Context: an optimization exercise on an open-source flow, tuned for small area, a short achievable clock period and few clock cycles per item. The choices shown serve that exercise and are no tape-out recipe. The RTL was checked by simulation tests, not by an equivalence proof against the original design.

## design/flow/design.v

```verilog
`timescale 1ns/1ps
module ln_aes128 (
    input  wire         clk,
    input  wire         rst,       
    input  wire         start,     
    input  wire [127:0] key,
    input  wire [127:0] din,
    output wire         ready,
    output reg          done,      
    output wire [127:0] dout
);
    function [7:0] aes_sbox;
        input [7:0] x;
        reg U0, U1, U2, U3, U4, U5, U6, U7, T1, T2, T3, T4, T5, T6, T7, T8, T9, T10, T11, T12, T13, T14, T15, T16, T17, T18, T19, T20, T21, T22, T23, T24, T25, T26, T27, D, M1, M2, M3, M4, M5, M6, M7, M8, M9, M10, M11, M12, M13, M14, M15, M16, M17, M18, M19, M20, M21, M22, M23, M24, M25, M26, M27, M28, M29, M30, M31, M32, M33, M34, M35, M36, M37, M38, M39, M40, M41, M42, M43, M44, M45, M46, M47, M48, M49, M50, M51, M52, M53, M54, M55, M56, M57, M58, M59, M60, M61, M62, M63, L0, L1, L2, L3, L4, L5, L6, L7, L8, L9, L10, L11, L12, L13, L14, L15, L16, L17, L18, L19, L20, L21, L22, L23, L24, L25, L26, L27, L28, L29;
        begin
            U0 = x[7];
            U1 = x[6];
            U2 = x[5];
            U3 = x[4];
            U4 = x[3];
            U5 = x[2];
            U6 = x[1];
            U7 = x[0];
            T1 = U0^U3;
            T2 = U0^U5;
            T3 = U0^U6;
            T4 = U3^U5;
            T5 = U4^U6;
            T6 = T1^T5;
            T7 = U1^U2;
            T8 = U7^T6;
            T9 = U7^T7;
            T10 = T6^T7;
            T11 = U1^U5;
            T12 = U2^U5;
            T13 = T3^T4;
            T14 = T6^T11;
            T15 = T5^T11;
            T16 = T5^T12;
            T17 = T9^T16;
            T18 = U3^U7;
            T19 = T7^T18;
            T20 = T1^T19;
            T21 = U6^U7;
            T22 = T7^T21;
            T23 = T2^T22;
            T24 = T2^T10;
            T25 = T20^T17;
            T26 = T3^T16;
            T27 = T1^T12;
            D = U7;
            M1 = T13&T6;
            M2 = T23&T8;
            M3 = T14^M1;
            M4 = T19&D;
            M5 = M4^M1;
            M6 = T3&T16;
            M7 = T22&T9;
            M8 = T26^M6;
            M9 = T20&T17;
            M10 = M9^M6;
            M11 = T1&T15;
            M12 = T4&T27;
            M13 = M12^M11;
            M14 = T2&T10;
            M15 = M14^M11;
            M16 = M3^M2;
            M17 = M5^T24;
            M18 = M8^M7;
            M19 = M10^M15;
            M20 = M16^M13;
            M21 = M17^M15;
            M22 = M18^M13;
            M23 = M19^T25;
            M24 = M22^M23;
            M25 = M22&M20;
            M26 = M21^M25;
            M27 = M20^M21;
            M28 = M23^M25;
            M29 = M28&M27;
            M30 = M26&M24;
            M31 = M20&M23;
            M32 = M27&M31;
            M33 = M27^M25;
            M34 = M21&M22;
            M35 = M24&M34;
            M36 = M24^M25;
            M37 = M21^M29;
            M38 = M32^M33;
            M39 = M23^M30;
            M40 = M35^M36;
            M41 = M38^M40;
            M42 = M37^M39;
            M43 = M37^M38;
            M44 = M39^M40;
            M45 = M42^M41;
            M46 = M44&T6;
            M47 = M40&T8;
            M48 = M39&D;
            M49 = M43&T16;
            M50 = M38&T9;
            M51 = M37&T17;
            M52 = M42&T15;
            M53 = M45&T27;
            M54 = M41&T10;
            M55 = M44&T13;
            M56 = M40&T23;
            M57 = M39&T19;
            M58 = M43&T3;
            M59 = M38&T22;
            M60 = M37&T20;
            M61 = M42&T1;
            M62 = M45&T4;
            M63 = M41&T2;
            L0 = M61^M62;
            L1 = M50^M56;
            L2 = M46^M48;
            L3 = M47^M55;
            L4 = M54^M58;
            L5 = M49^M61;
            L6 = M62^L5;
            L7 = M46^L3;
            L8 = M51^M59;
            L9 = M52^M53;
            L10 = M53^L4;
            L11 = M60^L2;
            L12 = M48^M51;
            L13 = M50^L0;
            L14 = M52^M61;
            L15 = M55^L1;
            L16 = M56^L0;
            L17 = M57^L1;
            L18 = M58^L8;
            L19 = M63^L4;
            L20 = L0^L1;
            L21 = L1^L7;
            L22 = L3^L12;
            L23 = L18^L2;
            L24 = L15^L9;
            L25 = L6^L10;
            L26 = L7^L9;
            L27 = L8^L10;
            L28 = L11^L14;
            L29 = L11^L17;
            aes_sbox[7] = L6^L24;
            aes_sbox[6] = ~(L16^L26);
            aes_sbox[5] = ~(L19^L28);
            aes_sbox[4] = L6^L21;
            aes_sbox[3] = L20^L22;
            aes_sbox[2] = L25^L29;
            aes_sbox[1] = ~(L13^L27);
            aes_sbox[0] = ~(L6^L23);
        end
    endfunction
    function [7:0] xtime;
        input [7:0] a;
        xtime = {a[6:0], 1'b0} ^ (a[7] ? 8'h1b : 8'h00);
    endfunction
    reg  [127:0] state;    
    reg  [127:0] rkey;     
    reg  [3:0]   rnd;      
    wire         busy = (rnd != 4'd0);
    wire         last = (rnd == 4'd10);
    assign ready = !busy;
    assign dout  = state;
    reg [7:0] rcon;
    always @(*) begin
        case (rnd)
            4'd1:    rcon = 8'h01;
            4'd2:    rcon = 8'h02;
            4'd3:    rcon = 8'h04;
            4'd4:    rcon = 8'h08;
            4'd5:    rcon = 8'h10;
            4'd6:    rcon = 8'h20;
            4'd7:    rcon = 8'h40;
            4'd8:    rcon = 8'h80;
            4'd9:    rcon = 8'h1b;
            4'd10:   rcon = 8'h36;
            default: rcon = 8'h00;
        endcase
    end
    wire [31:0] kw0 = rkey[127:96], kw1 = rkey[95:64], kw2 = rkey[63:32], kw3 = rkey[31:0];
    wire [31:0] kt  = {aes_sbox(kw3[23:16]) ^ rcon, aes_sbox(kw3[15:8]),
                       aes_sbox(kw3[7:0]), aes_sbox(kw3[31:24])};
    wire [31:0] nk0 = kw0 ^ kt;
    wire [31:0] nk1 = kw1 ^ nk0;
    wire [31:0] nk2 = kw2 ^ nk1;
    wire [31:0] nk3 = kw3 ^ nk2;
    wire [127:0] rkey_d = busy ? {nk0, nk1, nk2, nk3} : key;
    wire [7:0] sb [0:15];
    genvar gi;
    generate
        for (gi = 0; gi < 16; gi = gi + 1) begin : g_sb
            assign sb[gi] = aes_sbox(state[127 - 8*(((gi/4 + gi%4) % 4)*4 + gi%4) -: 8]);
        end
    endgenerate
    wire [127:0] mc;
    generate
        for (gi = 0; gi < 4; gi = gi + 1) begin : g_mc
            wire [7:0] a0 = sb[4*gi], a1 = sb[4*gi+1], a2 = sb[4*gi+2], a3 = sb[4*gi+3];
            wire [7:0] t  = a0 ^ a1 ^ a2 ^ a3;
            wire [7:0] m  = {8{~last}};
            assign mc[127 - 32*gi      -: 8] = a0 ^ (m & (t ^ xtime(a0 ^ a1)));
            assign mc[127 - 32*gi - 8  -: 8] = a1 ^ (m & (t ^ xtime(a1 ^ a2)));
            assign mc[127 - 32*gi - 16 -: 8] = a2 ^ (m & (t ^ xtime(a2 ^ a3)));
            assign mc[127 - 32*gi - 24 -: 8] = a3 ^ (m & (t ^ xtime(a3 ^ a0)));
        end
    endgenerate
    wire [127:0] state_d = (busy ? mc : din) ^ rkey_d;
    always @(posedge clk) begin
        state <= state_d;
        rkey  <= rkey_d;
        if (rst) begin
            rnd  <= 4'd0;
            done <= 1'b0;
        end else begin
            done <= last;
            if (last)
                rnd <= 4'd0;
            else if (busy || start)
                rnd <= rnd + 4'd1;
        end
    end
endmodule
```

## design/flow/run.sh

```bash
#!/bin/bash
# synth_recipe.tcl (not shown) runs the flow's synth.tcl, then flattens the netlist and writes it again
# the make line also repeats each setting of config.mk as NAME=value (left out here)
make -C /OpenROAD-flow-scripts/flow DESIGN_CONFIG=/design/flow/config.mk WORK_HOME=/design/flow/orfs CLKGATE_MAP_FILE= SYNTH_SCRIPT=/design/flow/synth_recipe.tcl finish
```

## design/flow/config.mk

```make
export PLATFORM = sky130hd
export DESIGN_NAME = ln_aes128
export DESIGN_NICKNAME = ln_aes128
export VERILOG_FILES = /design/flow/design.v
export SDC_FILE = /design/flow/constraint.sdc
export NUM_CORES = 4
export LEC_CHECK = 0
export CAP_MARGIN = 20
export CELL_PAD_IN_SITES_DETAIL_PLACEMENT = 1
export CELL_PAD_IN_SITES_GLOBAL_PLACEMENT = 2
export CORE_MARGIN = 2
export CORE_UTILIZATION = 25
export GPL_ROUTABILITY_DRIVEN = 1
export PLACE_DENSITY = 0.4
export SLEW_MARGIN = 20
```

## design/flow/constraint.sdc

```tcl
create_clock -name core_clock -period 10.0 [get_ports {clk}]
set_input_delay 2.0000 -clock core_clock [delete_from_list [all_inputs] [get_ports {clk}]]
set_output_delay 2.0000 -clock core_clock [all_outputs]
set_load 0.01 [all_outputs]
```

==> metrics.csv, run 1 <==
metric,value,unit
status,no timing/DRC/antenna violations,
setup ws final,1288,ps
Max-cap violations,0,
die extent in x,475.1,um
met3 Use GR,1.924,%
final WL,305400,um
Pre-Repair DR Iteration Count,6,
post-CTS setup repair buffer count,0,
Nets,7539,
fmax,114.8,MHz
CP max stage delay,960,ps
slew margin rel.,18.14,%
"Cell Count, Final, Fillers Out",10230,
synth unique cells,112,
Synth-to-Final Area Change,16.16,%
number of buffers created by CTS,45,
met1 Track Usage GR,36.99,%
DPL Wire Length,247100,um
clock latency (worst-skew pair),660,ps
Post-CTS Hold Fix Bufs,0,
worst-path maximum fanout,18,
sequential fraction of the synthesis area,9.705,%
CP Capture Type,flip-flop,
share of the synthesized area in the top cell type,16.24,%
RSZ-0062 raised after global routing,false,
die area,225700,um2
GRT overflow,0,
YS warnings,1,
via count,55020,
CP arrival,9230,ps
"Async S/R FF share, synth",0,%
number of global-route vias before repair,55620,
mapped cell area,55490,um2
largest net degree at the start of global routing,105,
H-tree depth,2,
final period utilization,87.12,%
Antenna Nets Post-Route,0,
Final GP Congestion,0.8771,
dpl cells,10140,
worst-case clock buffer depth,3,
CTS tree,done,
most common cell in the synthesized netlist,xnor2_1,
initial DRC count,3521,
GRT Util Overall,26.16,%
CTS Sinks,269,
"Top FF cell, synth",dfxtp_1,
proportion of layout cells with a drive suffix above 1,7.456,%
Worst Skew,31.73,ps
post-layout min period,8712,ps
Starting Density,25.20,%
"flops & latches, synth",269,
Worst-Margin Slew,1215,ps
Vias/cell,5.379,
GR peak layer,met2,
Core ar.,220200,um2
crit path cell chain,"xnor2_1, xnor2_1, xnor2_1, ha_1, or3_1, and3_1, o211ai_1, nand2_1, nand2_1, a311oi_1, a2111oi_4, xnor2_2, xor3_1, xor3_1, xor3_2, xnor3_1, or3b_1, a31oi_1, xor2_1",
Hold WC Path Type,reg2reg,
most common library cells after synthesis,"xnor2_1, nand2_1, nor2_1, xor2_1, a21oi_1",
Synth area leaders,"xnor2_1, xnor3_1, dfxtp_1, xor2_1, a21oi_1",
# DRC,0,
setup TNS,0,ps
most frequent CP cell,xnor2_1,
Post-synth EDFFs,0,
"Hold Vio Cnt, Final",0,
Clock Pin Slew Worst Setup and Hold Paths,60,ps
met2 Usage GRT,43.25,%
top-level I/O count,389,
slowest cell on the critical path,dfxtp_1,
first-pass GRT wire length,432300,um
post-CTS sizing,0,
Cells after Synth,7074,
post-place setup slack,971.8,ps
final core utilization,29.28,%
antenna violations before repair,16,
Buffers on Ports,388,
WS Path Type,reg2reg,
DR WL/cell,29.86,um
setup violators final,0,
largest area contributor in the netlist,xnor2_1,
Mean Syn Cell Area,7.844,um2
Crit path required time,10520,ps
die height,475.1,um
row count,172,
startpoint types,flip-flop,
Root Buffer,clkbuf_16,
"Slew Viols, Final",0,
Post-Syn Nets,7380,
cell type report:
cell class	instances	area [um2]
Antenna cell	2	5.005
Clock buffer	62	1300
Clock inverter	21	317.8
Fill cell	26150	155700
Inverter	76	292.8
Multi-Input combinational cell	6218	47780
Sequential cell	269	5385
Tap cell	2958	3701
Timing Repair Buffer	623	5668
kinds of logic (layout without fill, tap and decap cells):
kind of cell	after synthesis	in the layout	synth area share, %
other	0	2	0
and+or+nand+nor	2084	2084	17.50
buffers and inverters	587	782	4.489
xor gates and xnor gates	2010	2010	41.56
AOI/OAI and AO/OA	1939	1939	23.09
muxes	108	108	2.056
DFF	269	269	9.705
adders and majority gates	77	77	1.603
flip-flops by register name, summed over array words and instances (netlist names):
| name | flops |
|---|---|
| rkey | 128 |
| state | 128 |
| rcon | 8 |
| rnd | 4 |
| done | 1 |
through the flow:
stage | area [um2] | hold WS, ps
2_1_floorplan | 55490 | 564.0
3_3_place_gp | 62720 | 617.0
3_5_place_dp | 62790 | 618.9
4_1_cts | 64410 | 633.3
5_1_grt | 64450 | 665.0
6_report | 64450 | 620.0
worst max-delay path: cells and delay by family (launching register included):
| kind | cells | cell delay [ps] |
|---|---|---|
| AND/OR/NAND/NOR | 5 | 2020 |
| adder cells (fa/ha/maj) | 1 | 330 |
| XOR/XNOR | 9 | 3720 |
| AO/OA/AOI/OAI | 4 | 1490 |
| flip-flops | 1 | 960 |
placed cells by master, fill, tap and decap left out, types with 45 or more instances in the layout:
cell type	netlist	routed
xnor2_1	1029	1020
nand2_1	616	616
nor2_1	597	594
xor2_1	567	560
a21oi_1	470	470
o21ai_0	417	413
clkdlybuf4s50_1	0	388
dfxtp_1	269	269
xnor3_1	256	256
buf_4	21	232
nor3_1	227	227
nand3_1	185	185
o22ai_1	137	137
mux2i_1	87	87
o211ai_1	87	87
a31oi_1	85	84
a211oi_1	79	79
inv_1	76	75
or3_1	69	69
xnor2_2	55	64
xor3_1	60	60
o31ai_1	62	59
and3_1	58	58
a22oi_1	57	57
nor4_1	56	56
o221ai_1	48	48
ha_1	47	47
clkbuf_16	0	45
layer usage:
metal,up-vias,part of all wire (%)
li1,25770,-
met1,28030,48
met2,1060,47
met3,161,3.1
met4,8,2.3
met5,-,0.016
path summary, 6_finish.rpt:
kind | from | endpoint | slack (ps) | depth (start not counted)
max | state[76] | state[19] | 1290 | 19
min | rkey[51] | rkey[51] | 620 | 3
max reg2reg | state[76] | state[19] | 1290 | 19
min reg2reg | rkey[51] | rkey[51] | 620 | 3
Testbench counts, summed over its fixed seeds: cycles 17,600, blocks 1,600.
==> run 2, diff against run 1 <==
--- a/design/flow/config.mk
+++ b/design/flow/config.mk
@@ -7,2 +7,3 @@
 export LEC_CHECK = 0
+export ABC_AREA = 1
 export CAP_MARGIN = 20
@@ -14,2 +15,3 @@
 export PLACE_DENSITY = 0.4
+export SETUP_SLACK_MARGIN = 4.5
 export SLEW_MARGIN = 20
==> run 2 against run 1 <==
  * Sequential share of layout area fell by 0.20 points
  * Highest routed layer unchanged
  * Die area fell by 2.1%
  * Hold slack got worse by 8.4 ps
  * Synthesized cell count increased by 57%
  * Critical endpoint is now state[38]
  * Utilization rose by 3.4 points
  * Global-route usage rose by 0.99 points
==> metrics.csv, run 2 <==
metric,value,unit,change
Worst-Margin Slew,1161,ps,-53.68 ps
Post-Syn Nets,11410,,+55%
CP max stage delay,320,ps,-640 ps
"Async S/R FF share, synth",0,%,unchanged
"Top FF cell, synth",dfxtp_1,,
"flops & latches, synth",269,,unchanged
Placed Instance Area,61130,um2,-2.6%
worst-case clock buffer depth,3,,unchanged
CTS tree,done,,
clock latency (worst-skew pair),700,ps,+40 ps
die height,470.0,um,-1.1%
largest net degree at the start of global routing,159,,+51%
GRT overflow,0,,unchanged
Crit path required time,10520,ps,about the same
r2r endpoint,state[38],,
most frequent CP cell,nand2_1,,
# DRC,0,,unchanged
worst-path maximum fanout,10,,-8
WS Path Type,reg2reg,,
setup TNS,0,ps,unchanged
GRT Util Overall,27.15,%,+0.99 points
Synth area leaders,"nand2_1, nand3_1, dfxtp_1, inv_1, xor2_1",,
most common library cells after synthesis,"nand2_1, nand3_1, inv_1, xor2_1, nor2_1",,
fin area,70760,um2,+9.8%
WHS,611.6,ps,-8.409 ps
setup violators final,0,,unchanged
Worst Skew,60.00,ps,+28.27 ps
slowest cell on the critical path,ha_1,,
Post-synth EDFFs,0,,unchanged
Nets,11850,,+57%
CP Capture Type,flip-flop,,
sequential fraction of the synthesis area,9.918,%,+0.21 points
Synth-to-Final Area Change,30.32,%,
fmax,190.9,MHz,+66%
synth unique cells,39,,-65%
Critical Path Sink,state[38],,
die extent in x,470.0,um,-1.1%
CP startpoint,state[66],,
first-pass GRT wire length,455700,um,+5.4%
Vias/cell,4.957,,-7.8%
number of global-route vias before repair,71340,,+28%
via count,71650,,+30%
most frequent cells in the layout,"nand2_1, nand3_1, inv_1",,
startpoint types,flip-flop,,
row count,171,,-0.58%
CP arrival,5760,ps,-3470 ps
H-tree depth,2,,unchanged
Hold WC Path Type,reg2reg,,
Mean Syn Cell Area,4.891,um2,-38%
status,no timing/DRC/antenna violations,,
Antenna Nets Post-Route,0,,unchanged
antenna violations before repair,34,,+18
largest area contributor in the netlist,nand2_1,,
number of buffers created by CTS,46,,+2.2%
worst r2r src,state[66],,
top-level I/O count,389,,unchanged
most common cell in the synthesized netlist,nand2_1,,
post-layout min period,5238,ps,-3474 ps
Clock Pin Slew Worst Setup and Hold Paths,60,ps,about the same
Final GP Congestion,0.9006,,+2.7%
Root Buffer,clkbuf_16,,
final period utilization,52.38,%,-35 points
proportion of layout cells with a drive suffix above 1,14.75,%,+7.3 points
Starting Density,25.08,%,-0.13 points
die area,220900,um2,-2.1%
Cells after Synth,11100,,+57%
Reg2Reg Depth,30,,+11
Max-cap violations,0,,unchanged
"most common cell after layout, fill and taps aside",nand2_1,,
Buffers on Ports,388,,unchanged
DPL Wire Length,268800,um,+8.8%
share of the synthesized area in the top cell type,39.55,%,+23 points
mapped cell area,54300,um2,-2.1%
DR WL/cell,21.64,um,-28%
"Slew Viols, Final",0,,unchanged
final WL,312700,um,+2.4%
Core ar.,216500,um2,-1.7%
Pre-Repair DR Iteration Count,5,,-1
initial DRC count,3786,,+7.5%
register-to-register path setup slack,4760,ps,+3470 ps
slew margin rel.,22.58,%,+4.4 points
RSZ-0062 raised after global routing,true,,
YS warnings,1,,unchanged
"Hold Vio Cnt, Final",0,,unchanged
CTS Sinks,269,,unchanged
==> run 2: repair_timing <==
item / 4_1_cts / 5_1_grt
cloned: 0 / 0
endpoints found under the hold margin: 0 / 0
endpoints found under the setup margin: 175 / 185
pin swaps: 31 / 150
resized for setup: 546 / 1037
setup buffers: 35 / 132
hold buffers: 0 / 0
==> run 2: through the flow <==
stage	utilization (%)	instances	setup slack [ps]
after floorplan	-	11100	5554
after global placement	28.23	14180	3154
after detailed placement	28.23	14180	3190
after CTS	30.19	14300	4492
after global routing	32.67	14450	4372
final	32.68	14460	4762
==> run 2: worst min-delay path by stage <==
stage	startpoint	to	slack [ps]	depth (start not counted)
2_1_floorplan	rkey[27]	rkey[27]	530	3
3_3_place_gp	rnd[3]	rnd[3]	600	2
3_5_place_dp	rnd[3]	rnd[3]	600	2
4_1_cts	rnd[3]	rnd[3]	610	2
5_1_grt	rnd[3]	rnd[3]	630	2
6_report	rnd[3]	rnd[3]	610	2
==> run 2: area by class of cell <==
class	count	area [um2]
inverters	1158	4379
diodes	22	55.05
clock inverters	29	427.9
multi-input cells	9485	49920
well taps	2854	3571
flip-flops and latches	269	5772
repair buffers	583	5389
fillers	29070	145800
clock buffers	55	1246
==> run 2: critical path: cells and delay by family, from the launching register on <==
kind,cells,cell delay [ps]
adder cells (fa/ha/maj),1,320
AND/OR/NAND/NOR,18,2460
XOR/XNOR,6,1180
flip-flops,1,300
buffers and inverters,5,780
==> run 2: logic make-up (layout without fill, tap and decap cells) <==
group,Yosys count,count (layout),synth area share [%]
other cells,0,22,0
fa+ha+maj,47,47,1.083
buf+inv,1348,1825,9.623
compound gates,180,180,1.754
simple gates,8615,8615,66.88
flops,269,269,9.918
xor+xnor,643,643,10.75
==> run 2: routing by layer <==
layer	global-route usage (%)	part of all wire, %	vias to the layer above
li1	-	-	35890
met1	34.74	45	34560
met2	47.09	48	902
met3	2.265	2.8	293
met4	10.28	4.5	14
met5	0	0.033	-
==> run 3, diff against run 2 <==
==> design/flow/flow/run.sh (new file) <==
#!/bin/bash
# Own layout flow: the standard layout (standard.sh), except that the
# technology mapping step of the standard synthesis runs ABC with the script
# in flow/map.abc instead of ORFS's abc_speed/abc_area script. Everything
# else (Yosys passes, flip-flop mapping, flattening, renaming, floorplan,
# placement, CTS, routing) is the standard flow unchanged.
set -euo pipefail
W=$(pwd)
# ORFS synth.tcl with only the ABC script swapped
sed -e "s#log_cmd abc {\*}\$abc_args#log_cmd abc -script $W/flow/map.abc {*}[lrange \$abc_args 2 end]#" \
    "$FLOW_HOME/scripts/synth.tcl" > "$W/synth_mod.tcl"
grep -q "flow/map.abc" "$W/synth_mod.tcl"
# synth_recipe.tcl with synth.tcl replaced by the copy above
sed -e "s#source \$::env(SCRIPTS_DIR)/synth.tcl#source $W/synth_mod.tcl#" \
    "$W/synth_recipe.tcl" > "$W/own_synth.tcl"
grep -q "synth_mod.tcl" "$W/own_synth.tcl"
# standard.sh with the synthesis script replaced
sed -e "s#SYNTH_SCRIPT=[^ ]*#SYNTH_SCRIPT=$W/own_synth.tcl#" "$W/standard.sh" > "$W/own_standard.sh"
grep -q "own_synth.tcl" "$W/own_standard.sh"
bash "$W/own_standard.sh" finish > "$W/flow_make.log" 2>&1
test -f "$W/out/final.def"
==> design/flow/flow/map.abc (new file) <==
strash; &get -n; &dch -f; &nf -R 1000; &put; topo; stime -c
==> design/flow/standard.sh (new file) <==
#!/bin/bash
# synth_recipe.tcl (not shown) runs the flow's synth.tcl, then flattens the netlist and writes it again
# the make line also repeats each setting of config.mk as NAME=value (left out here)
make -C /OpenROAD-flow-scripts/flow DESIGN_CONFIG=/design/flow/config.mk WORK_HOME=/design/flow/orfs CLKGATE_MAP_FILE= SYNTH_SCRIPT=/design/flow/synth_recipe.tcl "${@:-finish}"
--- a/design/flow/config.mk
+++ b/design/flow/config.mk
@@ -7,3 +7,2 @@
 export LEC_CHECK = 0
-export ABC_AREA = 1
 export CAP_MARGIN = 20
removed: design/flow/run.sh
==> run 3 against run 2 <==
  * Setup slack lost 420 ps
  * Sequential cell count is the same
  * Register-to-register slack lost 420 ps
  * Via count shrank 55%
  * Critical path depth shrank 4
  * Routed wire length shrank 45%
  * Clock skew shrank 25 ps
  * First-iteration DRC count shrank 69%
  * Synthesized cell count shrank 62%
  * Global-route usage shrank 3.2 points
  * Final cell count shrank 50%
  * Critical path type unchanged
==> metrics.csv, run 3 <==
metric,value,unit,change
DPL Wire Length,130600,um,-51%
Hold WC Path Type,reg2reg,,
most common cell in the synthesized netlist,xnor2_1,,
met2 Usage GRT,41.03,%,-6.1 points
GRT overflow,0,,unchanged
sequential fraction of the synthesis area,16.47,%,+6.5 points
Starting Density,25.23,%,+0.15 points
synth unique cells,33,,-15%
proportion of layout cells with a drive suffix above 1,47.96,%,+33 points
Cells after Synth,4175,,-62%
Clock Pin Slew Worst Setup and Hold Paths,60,ps,about the same
setup violators final,0,,unchanged
via count,32440,,-55%
number of buffers created by CTS,42,,-8.7%
initial DRC count,1184,,-69%
fmax,176.6,MHz,-7.5%
die height,365.7,um,-22%
CP arrival,6150,ps,+390 ps
Worst Skew,34.50,ps,-25.50 ps
final period utilization,56.63,%,+4.2 points
Post-synth EDFFs,0,,unchanged
"Top FF cell, synth",dfxtp_1,,
"Cell Count, Final, Fillers Out",7283,,-50%
mapped cell area,32710,um2,-40%
die area,133700,um2,-39%
first-pass GRT wire length,231200,um,-49%
"Async S/R FF share, synth",0,%,unchanged
Synth area leaders,"xnor2_1, xor2_1, dfxtp_1, nor2_1, nand2_1",,
die extent in x,365.7,um,-22%
Pre-Repair DR Iteration Count,4,,-1
CTS Sinks,269,,unchanged
Nets,5811,,-51%
final WL,171300,um,-45%
"flops & latches, synth",269,,unchanged
Mean Syn Cell Area,7.834,um2,+60%
most frequent CP cell,buf_4,,
H-tree depth,2,,unchanged
met3 Use GR,2.670,%,+0.40 points
largest net degree at the start of global routing,133,,-16%
"most common cell after layout, fill and taps aside",buf_4,,
WHS,538.9,ps,-72.74 ps
largest area contributor in the netlist,xnor2_1,,
CP Capture Type,flip-flop,,
RSZ-0062 raised after global routing,true,,
Synth-to-Final Area Change,92.12,%,
"Slew Viols, Final",0,,unchanged
# DRC,0,,unchanged
antenna violations before repair,11,,-68%
Buffers on Ports,388,,unchanged
share of the synthesized area in the top cell type,37.55,%,-2.0 points
Crit path required time,10480,ps,-40 ps
most frequent cells in the layout,"buf_4, xnor2_1, xnor2_2",,
most common library cells after synthesis,"xnor2_1, xor2_1, nor2_1, nand2_1, a21oi_1",,
clock latency (worst-skew pair),630,ps,-70 ps
register-to-register path setup slack,4340,ps,-420 ps
met1 Track Usage GR,32.36,%,-2.4 points
slew margin rel.,34.81,%,+12 points
WS Path Type,reg2reg,,
slowest cell on the critical path,dfxtp_4,,
top-level I/O count,389,,unchanged
worst-case clock buffer depth,3,,unchanged
DR WL/cell,23.52,um,+8.7%
GRT Util Overall,23.92,%,-3.2 points
row count,132,,-23%
YS warnings,1,,unchanged
Antenna Nets Post-Route,0,,unchanged
CP max stage delay,430,ps,+110 ps
startpoint types,flip-flop,,
worst-path maximum fanout,6,,-4
CTS tree,done,,
dpl cells,6327,,-55%
Worst-Margin Slew,977.8,ps,-183.6 ps
GR peak layer,met2,,
post-layout min period,5663,ps,+424.9 ps
Final GP Congestion,0.8382,,-6.9%
"Hold Vio Cnt, Final",0,,unchanged
status,no timing/DRC/antenna violations,,
number of global-route vias before repair,33080,,-54%
Core ar.,129600,um2,-40%
Post-Syn Nets,4481,,-61%
Root Buffer,clkbuf_16,,
Vias/cell,4.454,,-10%
Max-cap violations,0,,unchanged
Fill cells,14160,,-51%
setup TNS,0,ps,unchanged
[run 3: cell types whose count changed in the layout (fill, tap and decap cells not counted), moves of 171 or more]
cell / delta
buf_4: +579
inv_1: -1085
nand2_1: -4819
nand2_2: -425
nand3_1: -1875
nand4_1: -236
nor2_1: +172
xnor2_1: +446
xnor2_2: +522
xnor2_4: +171
xor2_1: +180
[run 3: kinds of logic (layout without fill, tap and decap cells)]
family | count (synthesis) | in the layout | share of synthesized area, %
simple gates | 1064 | 1064 | 13.42
xor+xnor | 2204 | 2204 | 59.02
fa+ha+maj | 47 | 47 | 1.798
buf+inv | 56 | 1419 | 0.6427
flops | 269 | 269 | 16.47
compound gates | 534 | 534 | 8.615
mux | 1 | 1 | 0.03061
other cells | 0 | 3 | 0
[run 3: metal layers]
| metal | vias to the layer above | share of wire (%) |
|---|---|---|
| li1 | 15690 | - |
| met2 | 433 | 50 |
| met3 | 124 | 3.1 |
| met4 | 4 | 1.9 |
| met5 | - | 0.016 |
| met1 | 16190 | 45 |
[run 3: worst paths after layout]
path	cells past startpoint	endpoint	from
worst max-delay path	26	state[116]	state[47]
worst max register to register	26	state[116]	state[47]
worst min-delay path	2	rnd[1]	rnd[1]
worst min register to register	2	rnd[1]	rnd[1]
[run 3: per-stage QoR]
step / area (um2) / setup WS (ps) / util, %
after detailed placement: 39450 / 2511 / 30.43
final: 62830 / 4337 / 48.46
after global placement: 39450 / 2427 / 30.42
after global routing: 62820 / 3997 / 48.46
after floorplan: 33190 / 4308 / -
after CTS: 53080 / 4388 / 40.94
[run 3: cell type report]
cell class,count,area [um2],area share (%)
sequential,269,5748,9.148
timing repair buffer,1286,11440,18.21
tap,1742,2180,3.469
antenna,3,7.507,0.01195
clock buffer,50,1162,1.850
multi-input combinational,3850,41690,66.35
clock inverter,27,356.6,0.5675
inverter,56,247.7,0.3943
[run 3: timing repair]
action | CTS | global route
buffers inserted | 474 | 402
endpoints found under the hold margin | 0 | 0
gates resized for setup | 1271 | 1042
pin swaps | 430 | 668
hold buffers | 0 | 0
endpoints found under the setup margin | 248 | 180
[run 3: critical path, delay by kind of cell (launching register included)]
family / cells / cell delay (ps)
xor gates and xnor gates: 14 / 3040
AOI/OAI and AO/OA: 4 / 820
buffers and inverters: 5 / 780
DFF: 1 / 430
and+or+nand+nor: 3 / 420
==> run 4, diff against run 3 <==
--- a/design/flow/config.mk
+++ b/design/flow/config.mk
@@ -11,6 +11,7 @@
 export CORE_MARGIN = 2
-export CORE_UTILIZATION = 25
+export CORE_UTILIZATION = 50
 export GPL_ROUTABILITY_DRIVEN = 1
-export PLACE_DENSITY = 0.4
-export SETUP_SLACK_MARGIN = 4.5
+export PLACE_DENSITY = 0.6
+export SETUP_SLACK_MARGIN = 3.5
 export SLEW_MARGIN = 20
+export TNS_END_PERCENT = 10
==> run 4 against run 3 <==
  * Still clean
  * Sequential cell count is the same
  * First-iteration DRC count grew to 2.6 times the previous value
  * Global-route usage up 14 points
  * Utilization rose by 18 points
  * Hold slack improved by 37 ps
  * Via count is 2.5% higher
  * Register-to-register slack got worse by 2000 ps
  * Die area is 50% lower
  * Final cell count shrank 24%
  * Critical path type unchanged
  * Largest cell class unchanged
  * Highest routed layer unchanged
==> metrics.csv, run 4 <==
metric,value,unit,change
worst-path maximum fanout,5,,-1
CTS Sinks,269,,unchanged
most frequent CP cell,xor2_1,,
GRT Util Overall,37.96,%,+14 points
HP Start,rnd[1],,
slew margin rel.,13.45,%,-21 points
hold path cells,2,,unchanged
YS warnings,1,,unchanged
number of global-route vias before repair,32040,,-3.1%
Nets,4965,,-15%
RSZ-0062 raised after global routing,true,,
Synth area leaders,"xnor2_1, xor2_1, dfxtp_1, nor2_1, nand2_1",,
Placed Instance Area,37750,um2,-4.3%
Buffers on Ports,388,,unchanged
first-pass GRT wire length,195800,um,-15%
most common cell in the synthesized netlist,xnor2_1,,
Mean Syn Cell Area,7.834,um2,unchanged
via count,33270,,+2.5%
CTS tree,done,,
WS Path Type,reg2reg,,
largest net degree at the start of global routing,102,,-23%
Post-synth EDFFs,0,,unchanged
post-layout min period,7692,ps,+2029 ps
main combinational cell family by area after synthesis,XOR/XNOR gates,,
Starting Density,50.64,%,+25 points
final WL,159500,um,-6.9%
antenna violations before repair,14,,+3
initial DRC count,3064,,+160%
startpoint types,flip-flop,,
Core ar.,64580,um2,-50%
Cells after Synth,4175,,unchanged
clock latency (worst-skew pair),590,ps,-40 ps
Hold WC Path Type,reg2reg,,
Compound-Gate Fraction of Synth Area,8.615,%,unchanged
slowest cell on the critical path,dfxtp_2,,
Crit path required time,10430,ps,-50 ps
Root Buffer,clkbuf_16,,
H-tree depth,2,,unchanged
share of the synthesized area in the top cell type,37.55,%,unchanged
proportion of layout cells with a drive suffix above 1,11.81,%,-36 points
Post-Synth Adder-Cell Area,1.798,%,unchanged
Reg2Reg Depth,24,,-7.7%
status,no timing/DRC/antenna violations,,
Worst-Margin Slew,1298,ps,+320.4 ps
"Top FF cell, synth",dfxtp_1,,
final core utilization,66.56,%,+18 points
CP max stage delay,520,ps,+90 ps
fin area,42980,um2,-32%
mapped cell area,32710,um2,unchanged
Fill cells,7518,,-47%
Antenna Nets Post-Route,0,,unchanged
"Cell Count, Final, Fillers Out",5544,,-24%
setup violators final,0,,unchanged
CP arrival,8130,ps,+1980 ps
Pre-Repair DR Iteration Count,9,,+5
Synth-to-Final Area Change,31.42,%,
Post-CTS Hold Fix Bufs,0,,unchanged
worst r2r src,state[15],,
top-level I/O count,389,,unchanged
register-to-register path setup slack,2310,ps,-2030 ps
dpl cells,5427,,-14%
Vias/cell,6.000,,+35%
DPL Wire Length,105300,um,-19%
"Hold Vio Cnt, Final",0,,unchanged
GRT overflow,0,,unchanged
number of buffers created by CTS,34,,-19%
"flops & latches, synth",269,,unchanged
WHS Endpoint,rnd[1],,
worst-case clock buffer depth,3,,unchanged
Post-Synth Simple-Gate Area,13.42,%,unchanged
Worst Skew,34.46,ps,-0.04350 ps
die area,67470,um2,-50%
crit path cell chain,"xor2_2, xor2_2, xor2_1, ha_1, xor2_1, xnor2_1, xor2_1, o21ai_0, nand2_1, nand2_1, xor2_1, xnor2_1, nand2_1, xor2_4, xnor2_4, xnor2_1, xnor2_2, xnor2_2, xor2_1, o21ai_0, a21oi_1, xnor2_1, a21oi_2, xor2_2",,
sequential fraction of the synthesis area,16.47,%,unchanged
Max-cap violations,0,,unchanged
Final GP Congestion,0.9966,,+19%
fmax,130.0,MHz,-26%
row count,93,,-30%
"delay-heaviest family, CP",XOR/XNOR gates,,
synth unique cells,33,,unchanged
CP Buf/Inv Count,0,,-5
die height,259.8,um,-29%
final period utilization,76.92,%,+20 points
die extent in x,259.8,um,-29%
Clock Pin Slew Worst Setup and Hold Paths,60,ps,about the same
# DRC,0,,unchanged
DR WL/cell,28.76,um,+22%
post-synthesis mux area share,0.03061,%,unchanged
largest area contributor in the netlist,xnor2_1,,
setup TNS,0,ps,unchanged
r2r endpoint,state[75],,
most frequent cells in the layout,"xnor2_1, xor2_1, nor2_1",,
CP Capture Type,flip-flop,,
Post-Syn Nets,4481,,unchanged
"most common cell after layout, fill and taps aside",xnor2_1,,
xor-xnor portion of the synthesized cell area,59.02,%,unchanged
"Slew Viols, Final",0,,unchanged
most common library cells after synthesis,"xnor2_1, xor2_1, nor2_1, nand2_1, a21oi_1",,
"Async S/R FF share, synth",0,%,unchanged
-- run 4: cell counts after synthesis --
Identical to the previous run, type by type.
-- run 4: per-layer routing --
metal / GRT usage [%] / vias up / part of all wire (%)
li1: - / 14140 / -
met1: 47.20 / 16400 / 36
met2: 63.68 / 1985 / 46
met3: 7.047 / 725 / 9.7
met4: 16.92 / 20 / 7.8
met5: 0 / - / 0.080
-- run 4: how the worst max path moves through the flow --
stage	startpoint	end	slack [ps]	cells after the start
detailed placement	state[111]	state[39]	2320	21
global placement	state[103]	state[79]	2490	22
global route	state[15]	state[75]	2390	24
CTS	rkey[31]	state[2]	3320	22
floorplan	state[103]	state[95]	4000	23
finish	state[15]	state[75]	2310	24
-- run 4: layout make-up --
cell class / count / area, um2 / area share, %
multi-input combinational: 3850 / 30710 / 71.46
clock inverter: 15 / 191.4 / 0.4454
clock buffer: 46 / 1020 / 2.372
inverter: 56 / 212.7 / 0.4949
antenna: 5 / 12.51 / 0.02911
timing repair buffer: 448 / 4347 / 10.11
sequential: 269 / 5416 / 12.60
tap: 855 / 1070 / 2.489
-- run 4: timing repair --
action                                  in CTS  in global routing
endpoints found under the setup margin     140                174
gates resized for setup                    175                319
cloned                                       0                  0
setup buffers                                2                 49
pin swaps                                    2                 41
-- run 4: cells by family after synthesis --
group | after synthesis
buffers and inverters | 56
adder cells (fa/ha/maj) | 47
XOR/XNOR | 2204
AO/OA/AOI/OAI | 534
flip-flops | 269
AND/OR/NAND/NOR | 1064
multiplexers | 1
-- run 4: worst register-to-register path: stages, from the launching register on --
cell	delay (ps)
dfxtp_2	520
xor2_2	350
xor2_2	340
xor2_1	350
ha_1	320
xor2_1	190
xnor2_1	360
xor2_1	420
o21ai_0	240
nand2_1	220
nand2_1	130
xor2_1	310
xnor2_1	200
nand2_1	210
xor2_4	340
xnor2_4	160
xnor2_1	410
xnor2_2	230
xnor2_2	340
xor2_1	350
o21ai_0	230
a21oi_1	410
xnor2_1	180
a21oi_2	410
xor2_2	350
-- run 4: metrics by stage --
step | hold slack, ps | setup slack, ps
2_1_floorplan | 498.7 | 3998
3_3_place_gp | 536.3 | 2486
3_5_place_dp | 557.3 | 2322
4_1_cts | 569.2 | 3325
5_1_grt | 606.3 | 2388
6_report | 576.0 | 2308
==> run 5, diff against run 4 <==
--- a/design/flow/config.mk
+++ b/design/flow/config.mk
@@ -14,4 +14,3 @@
 export PLACE_DENSITY = 0.6
-export SETUP_SLACK_MARGIN = 3.5
+export SETUP_SLACK_MARGIN = 3.0
 export SLEW_MARGIN = 20
-export TNS_END_PERCENT = 10
==> run 5 against run 4 <==
  * Clock skew fell by 8.7 ps
  * Via count down 7.4%
  * Sequential share of layout area grew 0.69 points
  * Synthesized cell count did not move
  * Global-route usage decreased by 0.95 points
  * Setup slack better by 640 ps
  * Still clean on timing, DRC and antenna
  * Die area unchanged
  * Cell area decreased by 5.7%
  * Area after synthesis unchanged
==> metrics.csv, run 5 <==
metric,value,unit,change
status,no timing/DRC/antenna violations,,
proportion of layout cells with a drive suffix above 1,5.974,%,-5.8 points
number of buffers created by CTS,34,,unchanged
CP arrival,7480,ps,-650 ps
slew margin rel.,12.65,%,-0.80 points
Synth area leaders,"xnor2_1, xor2_1, dfxtp_1, nor2_1, nand2_1",,
Buffers on Ports,388,,unchanged
GRT overflow,0,,unchanged
worst-case clock buffer depth,3,,unchanged
setup TNS,0,ps,unchanged
multi-input combinational cell area,28690,um2,-6.6%
WS Path Type,reg2reg,,
DR WL/cell,24.84,um,-14%
Worst Skew,25.75,ps,-8.710 ps
"Hold Vio Cnt, Final",0,,unchanged
most frequent CP cell,xnor2_1,,
slowest cell on the critical path,dfxtp_1,,
Root Buffer,clkbuf_16,,
"Top FF cell, synth",dfxtp_1,,
CTS tree,done,,
met1 Track Usage GR,46.29,%,-0.91 points
die extent in x,259.8,um,unchanged
Mean Syn Cell Area,7.834,um2,unchanged
antenna violations before repair,18,,+4
# DRC,0,,unchanged
H-tree depth,2,,unchanged
CTS Sinks,269,,unchanged
most frequent cells in the layout,"xnor2_1, xor2_1, nor2_1",,
YS warnings,1,,unchanged
CP max stage delay,580,ps,+60 ps
fmax,141.8,MHz,+9.1%
worst-path maximum fanout,5,,unchanged
startpoint types,flip-flop,,
Core ar.,64580,um2,unchanged
top-level I/O count,389,,unchanged
setup violators final,0,,unchanged
largest net degree at the start of global routing,102,,unchanged
post-layout min period,7051,ps,-641.2 ps
Crit path required time,10430,ps,about the same
Worst-Margin Slew,1310,ps,+12.00 ps
DPL Wire Length,105300,um,unchanged
met3 Use GR,7.066,%,+0.019 points
final core utilization,62.79,%,-3.8 points
crit path cell chain,"xor2_1, xor2_2, xor2_1, ha_1, xor2_1, xnor2_1, xor2_1, a21oi_1, xnor2_1, xnor2_1, xnor2_1, nand2_1, xor2_2, xnor2_2, xnor2_1, xnor2_1, xnor2_1, xor2_1, o21ai_0, a21oi_1, xnor2_1, a21oi_2, xor2_2",,
GRT Util Overall,37.01,%,-0.95 points
first-pass GRT wire length,190900,um,-2.5%
Cells after Synth,4175,,unchanged
row count,93,,unchanged
most common library cells after synthesis,"xnor2_1, xor2_1, nor2_1, nand2_1, a21oi_1",,
Max-cap violations,0,,unchanged
GR peak layer,met2,,
synth unique cells,33,,unchanged
Post-Syn Nets,4481,,unchanged
Post-CTS Hold Fix Bufs,0,,unchanged
Starting Density,50.64,%,unchanged
mapped cell area,32710,um2,unchanged
"delay-heaviest family, CP",XOR/XNOR gates,,
Pre-Repair DR Iteration Count,5,,-4
CP Buf/Inv Count,0,,unchanged
final WL,136500,um,-14%
"flops & latches, synth",269,,unchanged
CP Capture Type,flip-flop,,
met2 Usage GRT,62.51,%,-1.2 points
share of the synthesized area in the top cell type,37.55,%,unchanged
"Slew Viols, Final",0,,unchanged
via count,30800,,-7.4%
"Async S/R FF share, synth",0,%,unchanged
Fill cells,7858,,+4.5%
final period utilization,70.51,%,-6.4 points
"most common cell after layout, fill and taps aside",xnor2_1,,
Post-synth EDFFs,0,,unchanged
RSZ-0062 raised after global routing,true,,
sequential fraction of the synthesis area,16.47,%,unchanged
Clock Pin Slew Worst Setup and Hold Paths,60,ps,about the same
clock latency (worst-skew pair),580,ps,about the same
die area,67470,um2,unchanged
Final GP Congestion,0.9966,,unchanged
most common cell in the synthesized netlist,xnor2_1,,
Antenna Nets Post-Route,0,,unchanged
die height,259.8,um,unchanged
Synth-to-Final Area Change,23.99,%,
number of global-route vias before repair,31410,,-2.0%
largest area contributor in the netlist,xnor2_1,,
Hold WC Path Type,reg2reg,,
Nets,4918,,-0.95%
initial DRC count,2311,,-25%
Vias/cell,5.606,,-6.6%
Seq. cell area,5389,um2,-0.51%
-- run 5: cell counts after synthesis --
Identical to the previous run, type by type.
-- run 5: layout make-up --
| class | instances | area share (%) |
|---|---|---|
| well taps | 855 | 2.638 |
| flip-flops and latches | 269 | 13.29 |
| diodes | 1 | 0.006171 |
| inverters | 56 | 0.5245 |
| clock inverters | 15 | 0.4721 |
| repair buffers | 401 | 9.818 |
| clock buffers | 46 | 2.515 |
| multi-input cells | 3850 | 70.74 |
-- run 5: through the flow --
stage          setup WS (ps)  hold WS (ps)  instance area, um2  cells
2_1_floorplan           3998         498.7               32720   4175
3_3_place_gp            2486         536.3               37750   5427
3_5_place_dp            2322         557.3               37750   5427
4_1_cts                 2975         569.2               39320   5488
5_1_grt                 2665         610.1               40550   5492
6_report                2949         574.1               40550   5493
-- run 5: worst paths after layout --
kind | slack (ps) | end | startpoint | cells past startpoint
setup reg to reg | 2950 | state[75] | state[12] | 23
hold / removal | 570 | rnd[1] | rnd[1] | 2
hold reg to reg | 570 | rnd[1] | rnd[1] | 2
setup / recovery | 2950 | state[75] | state[12] | 23
-- run 5: logic make-up after synthesis --
kind of cell | count (synthesis) | synth area share (%)
adder cells (fa/ha/maj) | 47 | 1.798
AO/OA/AOI/OAI | 534 | 8.615
flip-flops | 269 | 16.47
buffers and inverters | 56 | 0.6427
XOR/XNOR | 2204 | 59.02
AND/OR/NAND/NOR | 1064 | 13.42
multiplexers | 1 | 0.03061
-- run 5: repair_timing --
action                     in CTS  in global routing
gates cloned                    0                  0
setup endpoints to repair      54                134
pin swaps                       0                  4
setup buffers                   0                  4
gates resized for setup        53                165
-- run 5: tightest hold or removal path, cell delays in order (launching register included) --
cell,delay [ps]
dfxtp_1,350
clkinv_1,90
a2111oi_0,90
-- run 5: metal layers --
metal / share of wire [%] / wire length, um
met5: 0.11 / 152
met4: 5.3 / 7189
met3: 7.7 / 10560
met2: 47 / 64120
met1: 40 / 54450
==> run 6, diff against run 5 <==
--- a/design/flow/design.v
+++ b/design/flow/design.v
@@ -182,10 +182,11 @@
     wire [31:0] kw0 = rkey[127:96], kw1 = rkey[95:64], kw2 = rkey[63:32], kw3 = rkey[31:0];
-    wire [31:0] kt  = {aes_sbox(kw3[23:16]) ^ rcon, aes_sbox(kw3[15:8]),
+    wire [31:0] kt  = {aes_sbox(kw3[23:16]), aes_sbox(kw3[15:8]),
                        aes_sbox(kw3[7:0]), aes_sbox(kw3[31:24])};
-    wire [31:0] nk0 = kw0 ^ kt;
-    wire [31:0] nk1 = kw1 ^ nk0;
-    wire [31:0] nk2 = kw2 ^ nk1;
-    wire [31:0] nk3 = kw3 ^ nk2;
-    wire [127:0] rkey_d = busy ? {nk0, nk1, nk2, nk3} : key;
-    wire [7:0] sb [0:15];
+    wire [31:0] kp0 = kw0 ^ {rcon, 24'h0};
+    wire [31:0] kp1 = kp0 ^ kw1;
+    wire [31:0] kp2 = kp1 ^ kw2;
+    wire [31:0] kp3 = kp2 ^ kw3;
+    wire [127:0] nk = {kp0 ^ kt, kp1 ^ kt, kp2 ^ kt, kp3 ^ kt};
+    wire [127:0] rkey_d = busy ? nk : key;
+    wire [127:0] sr;
     genvar gi;
@@ -193,18 +194,20 @@
         for (gi = 0; gi < 16; gi = gi + 1) begin : g_sb
-            assign sb[gi] = aes_sbox(state[127 - 8*(((gi/4 + gi%4) % 4)*4 + gi%4) -: 8]);
+            assign sr[127 - 8*gi -: 8] =
+                aes_sbox(state[127 - 8*(((gi/4 + gi%4) % 4)*4 + gi%4) -: 8]);
         end
     endgenerate
-    wire [127:0] mc;
+    wire [127:0] mix;
     generate
         for (gi = 0; gi < 4; gi = gi + 1) begin : g_mc
-            wire [7:0] a0 = sb[4*gi], a1 = sb[4*gi+1], a2 = sb[4*gi+2], a3 = sb[4*gi+3];
+            wire [7:0] a0 = sr[127 - 32*gi -: 8],      a1 = sr[127 - 32*gi - 8 -: 8];
+            wire [7:0] a2 = sr[127 - 32*gi - 16 -: 8], a3 = sr[127 - 32*gi - 24 -: 8];
             wire [7:0] t  = a0 ^ a1 ^ a2 ^ a3;
-            wire [7:0] m  = {8{~last}};
-            assign mc[127 - 32*gi      -: 8] = a0 ^ (m & (t ^ xtime(a0 ^ a1)));
-            assign mc[127 - 32*gi - 8  -: 8] = a1 ^ (m & (t ^ xtime(a1 ^ a2)));
-            assign mc[127 - 32*gi - 16 -: 8] = a2 ^ (m & (t ^ xtime(a2 ^ a3)));
-            assign mc[127 - 32*gi - 24 -: 8] = a3 ^ (m & (t ^ xtime(a3 ^ a0)));
+            assign mix[127 - 32*gi      -: 8] = t ^ xtime(a0 ^ a1);
+            assign mix[127 - 32*gi - 8  -: 8] = t ^ xtime(a1 ^ a2);
+            assign mix[127 - 32*gi - 16 -: 8] = t ^ xtime(a2 ^ a3);
+            assign mix[127 - 32*gi - 24 -: 8] = t ^ xtime(a3 ^ a0);
         end
     endgenerate
-    wire [127:0] state_d = (busy ? mc : din) ^ rkey_d;
+    wire         mix_en  = busy & !last;
+    wire [127:0] state_d = ((busy ? sr : din) ^ rkey_d) ^ (mix & {128{mix_en}});
     always @(posedge clk) begin
--- a/design/flow/config.mk
+++ b/design/flow/config.mk
@@ -14,3 +14,3 @@
 export PLACE_DENSITY = 0.6
-export SETUP_SLACK_MARGIN = 3.0
+export SETUP_SLACK_MARGIN = 2.0
 export SLEW_MARGIN = 20
==> run 6 against run 5 <==
  * Critical path depth decreased by 3
  * Via count shrank 4.0%
  * Routed wire length fell by 5.9%
  * Critical path type unchanged
  * Largest cell class unchanged
==> metrics.csv, run 6 <==
metric,value,unit,change
number of global-route vias before repair,30870,,-1.7%
YS warnings,1,,unchanged
die area,68590,um2,+1.7%
Cells after Synth,4154,,-0.50%
CP max stage delay,600,ps,+20 ps
CP Buf/Inv Count,0,,unchanged
initial DRC count,1852,,-20%
GRT Util Overall,36.53,%,-0.47 points
"delay-heaviest family, CP",XOR/XNOR gates,,
worst r2r src,state[71],,
Synth-to-Final Area Change,19.10,%,
Reg2Reg Depth,20,,-13%
worst-path maximum fanout,5,,unchanged
post-CTS setup repair buffer count,0,,unchanged
share of the synthesized area in the top cell type,40.16,%,+2.6 points
Clock Pin Slew Worst Setup and Hold Paths,60,ps,about the same
Starting Density,50.49,%,-0.15 points
Post-synth EDFFs,0,,unchanged
row count,94,,+1.1%
final WL,128400,um,-5.9%
Antenna Nets Post-Route,0,,unchanged
Post-Syn Nets,4460,,-0.47%
slowest cell on the critical path,xnor2_1,,
CP Capture Type,flip-flop,,
GRT overflow,0,,unchanged
Max-cap violations,0,,unchanged
DR WL/cell,23.38,um,-5.9%
Hold WC Path Type,reg2reg,,
Vias/cell,5.383,,-4.0%
sequential fraction of the synthesis area,16.19,%,-0.27 points
largest net degree at the start of global routing,84,,-18%
Synth area leaders,"xnor2_1, xor2_1, dfxtp_1, nor2_1, nand2_1",,
clock latency (worst-skew pair),580,ps,about the same
post-layout min period,7487,ps,+436.3 ps
first-pass GRT wire length,189500,um,-0.72%
most common library cells after synthesis,"xnor2_1, xor2_1, nor2_1, nand2_1, dfxtp_1",,
Worst-Margin Slew,1118,ps,-192.3 ps
hold path cells,2,,unchanged
proportion of layout cells with a drive suffix above 1,1.752,%,-4.2 points
"Hold Vio Cnt, Final",0,,unchanged
CTS Sinks,269,,unchanged
setup violators final,0,,unchanged
Nets,4904,,-0.28%
Crit path required time,10380,ps,-50 ps
most frequent cells in the layout,"xnor2_1, xor2_1, nor2_1",,
top-level I/O count,389,,unchanged
Fill cells,8129,,+3.4%
Core ar.,65860,um2,+2.0%
"most common cell after layout, fill and taps aside",xnor2_1,,
DPL Wire Length,107600,um,+2.2%
"Slew Viols, Final",0,,unchanged
die height,261.9,um,+0.83%
number of buffers created by CTS,36,,+5.9%
Root Buffer,clkbuf_16,,
# DRC,0,,unchanged
HP Start,rnd[1],,
status,no timing/DRC/antenna violations,,
synth unique cells,32,,-3.0%
setup TNS,0,ps,unchanged
"flops & latches, synth",269,,unchanged
largest area contributor in the netlist,xnor2_1,,
Pre-Repair DR Iteration Count,5,,unchanged
Mean Syn Cell Area,8.006,um2,+2.2%
WHS Endpoint,rnd[1],,
Buffers on Ports,388,,unchanged
most common cell in the synthesized netlist,xnor2_1,,
fmax,133.6,MHz,-5.8%
antenna violations before repair,5,,-13
startpoint types,flip-flop,,
Worst Skew,33.03,ps,+7.276 ps
RSZ-0062 raised after global routing,false,,
post-CTS sizing,0,,-100%
mapped cell area,33260,um2,+1.7%
register-to-register path setup slack,2510,ps,-440 ps
crit path cell chain,"xor2_1, xor2_1, xor2_1, ha_1, xor2_1, xnor2_1, xor2_1, a21oi_1, o21ai_0, xor2_1, xnor2_1, nand2b_1, xnor2_1, xor2_1, xnor2_1, xor2_1, xor2_1, xnor2_1, nor2_1, xnor2_1",,
Seq. cell area,5385,um2,about the same
WS Path Type,reg2reg,,
final period utilization,74.87,%,+4.4 points
H-tree depth,2,,unchanged
worst-case clock buffer depth,3,,unchanged
Post-CTS Hold Fix Bufs,0,,unchanged
CP arrival,7870,ps,+390 ps
final core utilization,60.14,%,-2.7 points
CTS tree,done,,
r2r endpoint,state[47],,
"Top FF cell, synth",dfxtp_1,,
most frequent CP cell,xor2_1,,
via count,29560,,-4.0%
die extent in x,261.9,um,+0.83%
slew margin rel.,24.69,%,+12 points
Final GP Congestion,1.004,,+0.73%
"Async S/R FF share, synth",0,%,unchanged
multi-input combinational cell area,27700,um2,-3.4%
-- run 6: changes by cell type in the layout (fill, tap and decap cells not counted), sizes merged, moves of 5 or more --
cell and delta:
a211oi +50, a21o -5, a21oi -142, buf +5, clkinv -6, mux2i +49
nor2b +10, nor3 -5, o21ai -43, or2 -9, xnor2 +123, xor2 -47
-- run 6: logic make-up (layout without fill, tap and decap cells) --
kind of cell | Yosys count | count (layout) | synth area share, %
DFF | 269 | 269 | 16.19
adders and majority gates | 47 | 47 | 1.768
AOI/OAI and AO/OA | 394 | 394 | 6.719
and+or+nand+nor | 1062 | 1062 | 13.18
other | 0 | 4 | 0
xor gates and xnor gates | 2280 | 2280 | 60.05
muxes | 50 | 50 | 1.505
buffers and inverters | 52 | 521 | 0.5869
-- run 6: cell type report --
class / count / share of cell area, %
multi-input combinational: 3833 / 69.94
tap: 864 / 2.729
inverter: 52 / 0.5054
timing repair buffer: 406 / 10.15
antenna: 4 / 0.02527
sequential: 269 / 13.60
clock inverter: 16 / 0.4517
clock buffer: 47 / 2.609
-- run 6: metrics by stage --
| stage | worst slack [ps] | area [um2] | hold slack, ps | cells |
|---|---|---|---|---|
| finish | 2513 | 39610 | 531.2 | 5491 |
| global placement | 2795 | 38390 | 504.9 | 5424 |
| CTS | 2627 | 39600 | 530.1 | 5487 |
| global route | 2116 | 39600 | 559.8 | 5488 |
| detailed placement | 2690 | 38390 | 522.1 | 5424 |
| floorplan | 2553 | 33260 | 483.6 | 4154 |
-- run 6: tightest hold or removal path, cell delays in order (launching register included) --
cell and delay, ps:
dfxtp_1 340, clkinv_1 90, a21oi_1 60
-- run 6: how the worst max path moves through the flow --
stage / endpoint / slack [ps] / startpoint / cells past startpoint
detailed placement: state[47] / 2690 / state[23] / 21
finish: state[47] / 2510 / state[71] / 20
floorplan: ready / 2550 / rnd[0] / 4
CTS: state[47] / 2630 / state[22] / 21
global route: state[47] / 2120 / state[71] / 20
global placement: state[47] / 2800 / state[22] / 21
-- run 6: layer usage --
layer	part of all wire, %	wire length [um]	global-route usage, %
met5	0.018	23	0
met4	4.8	6157	15.54
met3	5.4	6896	4.707
met2	47	60680	62.80
met1	43	54600	45.88
Testbench counts of run 6, summed over its fixed seeds: cycles 17,600, blocks 1,600.
==> run 7, diff against run 6 <==
--- a/design/flow/config.mk
+++ b/design/flow/config.mk
@@ -14,3 +14,3 @@
 export PLACE_DENSITY = 0.6
-export SETUP_SLACK_MARGIN = 2.0
+export SETUP_SLACK_MARGIN = 3.0
 export SLEW_MARGIN = 20
==> run 7 against run 6 <==
  * Via count grew 0.26%
  * Sequential cell count is the same
  * Final cell count is essentially flat
  * Routed wire length grew 0.97%
  * Global-route usage is essentially flat
  * Critical endpoint is now state[23]
  * Count of clock-buffer cells in the layout shrank 4
  * Register-to-register slack gained 690 ps
  * Still clean
  * Sequential share of layout area shrank 0.28 points
  * Clock skew shrank 9.0 ps
==> metrics.csv, run 7 <==
metric,value,unit,change
setup violators final,0,,unchanged
WL met1,54150,um,-0.83%
worst r2r src,state[73],,
"delay-heaviest family, CP",XOR/XNOR gates,,
Crit path required time,10400,ps,+20 ps
share of the synthesized area in the top cell type,40.16,%,unchanged
Mean Syn Cell Area,8.006,um2,unchanged
DPL Wire Length,107100,um,-0.41%
row count,94,,unchanged
Compound-Gate Fraction of Synth Area,6.719,%,unchanged
post-synthesis mux area share,1.505,%,unchanged
Clock Pin Slew Worst Setup and Hold Paths,70,ps,about the same
H-tree depth,2,,unchanged
CP Buf/Inv Count,0,,unchanged
Synth area leaders,"xnor2_1, xor2_1, dfxtp_1, nor2_1, nand2_1",,
Post-synth EDFFs,0,,unchanged
Root Buffer,clkbuf_16,,
final WL,129600,um,+0.97%
DR WL/cell,23.60,um,+0.95%
number of buffers created by CTS,35,,-2.8%
xor-xnor portion of the synthesized cell area,60.05,%,unchanged
initial DRC count,1881,,+1.6%
slowest cell on the critical path,dfxtp_1,,
cell count along the critical path,20,,unchanged
Cells after Synth,4154,,unchanged
crit path cell chain,"xor2_1, xor2_1, xor2_1, ha_1, xor2_1, xnor2_1, xnor2_1, a21oi_1, xor2_1, xor2_1, xnor2_1, nor2b_1, xnor2_1, xnor2_1, xnor2_2, xor2_4, xor2_2, nor2_1, a211oi_1, xnor2_1",,
# DRC,0,,unchanged
CP arrival,7200,ps,-670 ps
Final GP Congestion,0.9896,,-1.4%
largest net degree at the start of global routing,80,,-4.8%
Post-Syn Nets,4460,,unchanged
slew margin rel.,24.20,%,-0.49 points
Starting Density,50.49,%,unchanged
final period utilization,68.01,%,-6.9 points
CP max stage delay,560,ps,-40 ps
proportion of layout cells with a drive suffix above 1,4.173,%,+2.4 points
GRT overflow,0,,unchanged
worst-case clock buffer depth,3,,unchanged
"Async S/R FF share, synth",0,%,unchanged
Nets,4904,,unchanged
uppermost layer routed,met5,,
fmax,147.0,MHz,+10%
Post-Synth Adder-Cell Area,1.768,%,unchanged
WL met2,60810,um,+0.22%
clock latency (worst-skew pair),570,ps,about the same
Post-CTS Hold Fix Bufs,0,,unchanged
Fill cells,7951,,-2.2%
Worst-Margin Slew,1125,ps,+7.260 ps
die extent in x,261.9,um,unchanged
mapped cell area,33260,um2,unchanged
Pre-Repair DR Iteration Count,5,,unchanged
number of global-route vias before repair,30800,,-0.23%
top-level I/O count,389,,unchanged
CTS tree,done,,
Placed Instance Area,38390,um2,about the same
antenna violations before repair,6,,+1
synth unique cells,32,,unchanged
via count,29630,,+0.26%
most common cell in the synthesized netlist,xnor2_1,,
Worst Skew,24.02,ps,-9.006 ps
register-to-register path setup slack,3200,ps,+690 ps
Reg2Reg Depth,20,,unchanged
Seq. cell area,5389,um2,about the same
die area,68590,um2,unchanged
WS Path Type,reg2reg,,
"Hold Vio Cnt, Final",0,,unchanged
"most common cell after layout, fill and taps aside",xnor2_1,,
Antenna Nets Post-Route,0,,unchanged
"Slew Viols, Final",0,,unchanged
die height,261.9,um,unchanged
main combinational cell family by area after synthesis,XOR/XNOR gates,,
Buffers on Ports,388,,unchanged
sequential fraction of the synthesis area,16.19,%,unchanged
hold path cells,2,,unchanged
"Top FF cell, synth",dfxtp_1,,
Hold WC Path Type,reg2reg,,
most frequent cells in the layout,"xnor2_1, xor2_1, nor2_1",,
Post-Synth Simple-Gate Area,13.18,%,unchanged
fin area,40470,um2,+2.2%
Max-cap violations,0,,unchanged
GRT Util Overall,36.54,%,about the same
Vias/cell,5.396,,+0.25%
CP startpoint,state[73],,
Core ar.,65860,um2,unchanged
"flops & latches, synth",269,,unchanged
status,no timing/DRC/antenna violations,,
Synth-to-Final Area Change,21.68,%,
largest area contributor in the netlist,xnor2_1,,
r2r endpoint,state[23],,
worst-path maximum fanout,6,,+1
met3 WL,7589,um,+10%
post-layout min period,6801,ps,-685.6 ps
startpoint types,flip-flop,,
YS warnings,1,,unchanged
most common library cells after synthesis,"xnor2_1, xor2_1, nor2_1, nand2_1, dfxtp_1",,
Critical Path Sink,state[23],,
CP Capture Type,flip-flop,,
setup TNS,0,ps,unchanged
CTS Sinks,269,,unchanged
multi-input combinational cell area,28510,um2,+2.9%
RSZ-0062 raised after global routing,true,,
first-pass GRT wire length,189400,um,about the same
[run 7: cell counts after synthesis]
Identical to the previous run, type by type.
[run 7: metrics by stage]
| step | utilization [%] | setup slack (ps) | hold slack (ps) | std cells |
|---|---|---|---|---|
| final | 61.44 | 3199 | 528.8 | 5492 |
| after global routing | 61.43 | 2822 | 558.6 | 5490 |
| after CTS | 60.37 | 2929 | 526.5 | 5489 |
| after detailed placement | 58.29 | 2288 | 516.0 | 5425 |
| after global placement | 58.29 | 2437 | 507.8 | 5425 |
| after floorplan | - | 3625 | 483.6 | 4154 |
[run 7: area by class of cell]
cell class              count  share of cell area, %
diodes                      3                0.01855
clock buffers              43                  2.387
clock inverters            21                 0.7080
inverters                  52                 0.4947
multi-input cells        3833                  70.45
flip-flops and latches    269                  13.32
well taps                 864                  2.671
repair buffers            407                  9.950
[run 7: worst min path at each step]
| stage | start | endpoint |
|---|---|---|
| 4_1_cts | rnd[1] | rnd[1] |
| 2_1_floorplan | rnd[1] | rnd[1] |
| 6_report | rnd[1] | rnd[1] |
| 3_5_place_dp | rnd[1] | rnd[1] |
| 3_3_place_gp | rnd[1] | rnd[1] |
| 5_1_grt | rnd[1] | rnd[1] |
[run 7: kinds of logic (layout without fill, tap and decap cells)]
kind of cell	after synthesis	in the layout
other	0	3
buffers and inverters	52	523
muxes	50	50
AOI/OAI and AO/OA	394	394
xor gates and xnor gates	2280	2280
and+or+nand+nor	1062	1062
DFF	269	269
adders and majority gates	47	47
[run 7: worst reg2reg max path, stage by stage, from the launching register on]
cell and delay [ps]:
dfxtp_1 560, xor2_1 440, xor2_1 450, xor2_1 260, ha_1 210, xor2_1 240, xnor2_1 120, xnor2_1 380
a21oi_1 140, xor2_1 360, xor2_1 320, xnor2_1 130, nor2b_1 160, xnor2_1 460, xnor2_1 270, xnor2_2 470
xor2_4 370, xor2_2 360, nor2_1 90, a211oi_1 560, xnor2_1 270
[run 7: what timing repair did]
action,in CTS,in global routing
gates resized for setup,18,100
buffers inserted,0,0
endpoints found under the setup margin,24,88
[run 7: per-layer routing]
layer,track usage (%),up-vias
met5,0,-
met2,61.28,893
met3,5.401,225
met1,45.72,14480
met4,18.11,6
li1,-,14030

[what the ideal ports hide]
The flow's constraints put no driver on any port. The routed layouts listed below were extracted and timed again, unchanged, in two steps.
Step 1 sets driving cells, clkbuf_16 on the clock port and buf_2 on the other inputs (assumed; they add their load-dependent delay and slew).
Step 2 adds t to the input delays and takes it off the output delays; t is the mean of the earliest and latest rising clock arrival at the registers after step 1. Input paths then give back, and output paths get back, about the clock's delay inside the block.
a / b / c = ideal ports / drivers / drivers and shift; a / b = the first two.
| run | t, ns | slack for setup (ns) | worst setup path after step 2 |
|---|---|---|---|
| run 1 | 0.723 | 1.288 / 1.288 / 1.288 | register to register |
| run 2 | 0.756 | 4.762 / 4.762 / 4.762 | register to register |
| run 3 | 0.684 | 4.337 / 4.337 / 4.337 | register to register |
| run 4 | 0.639 | 2.308 / 2.308 / 2.308 | register to register |
| run 5 | 0.631 | 2.949 / 2.949 / 2.949 | register to register |
| run 6 | 0.625 | 2.513 / 2.513 / 2.513 | register to register |
| run 7 | 0.631 | 3.199 / 3.199 / 3.199 | register to register |
After both steps setup and hold are still met in every run listed.
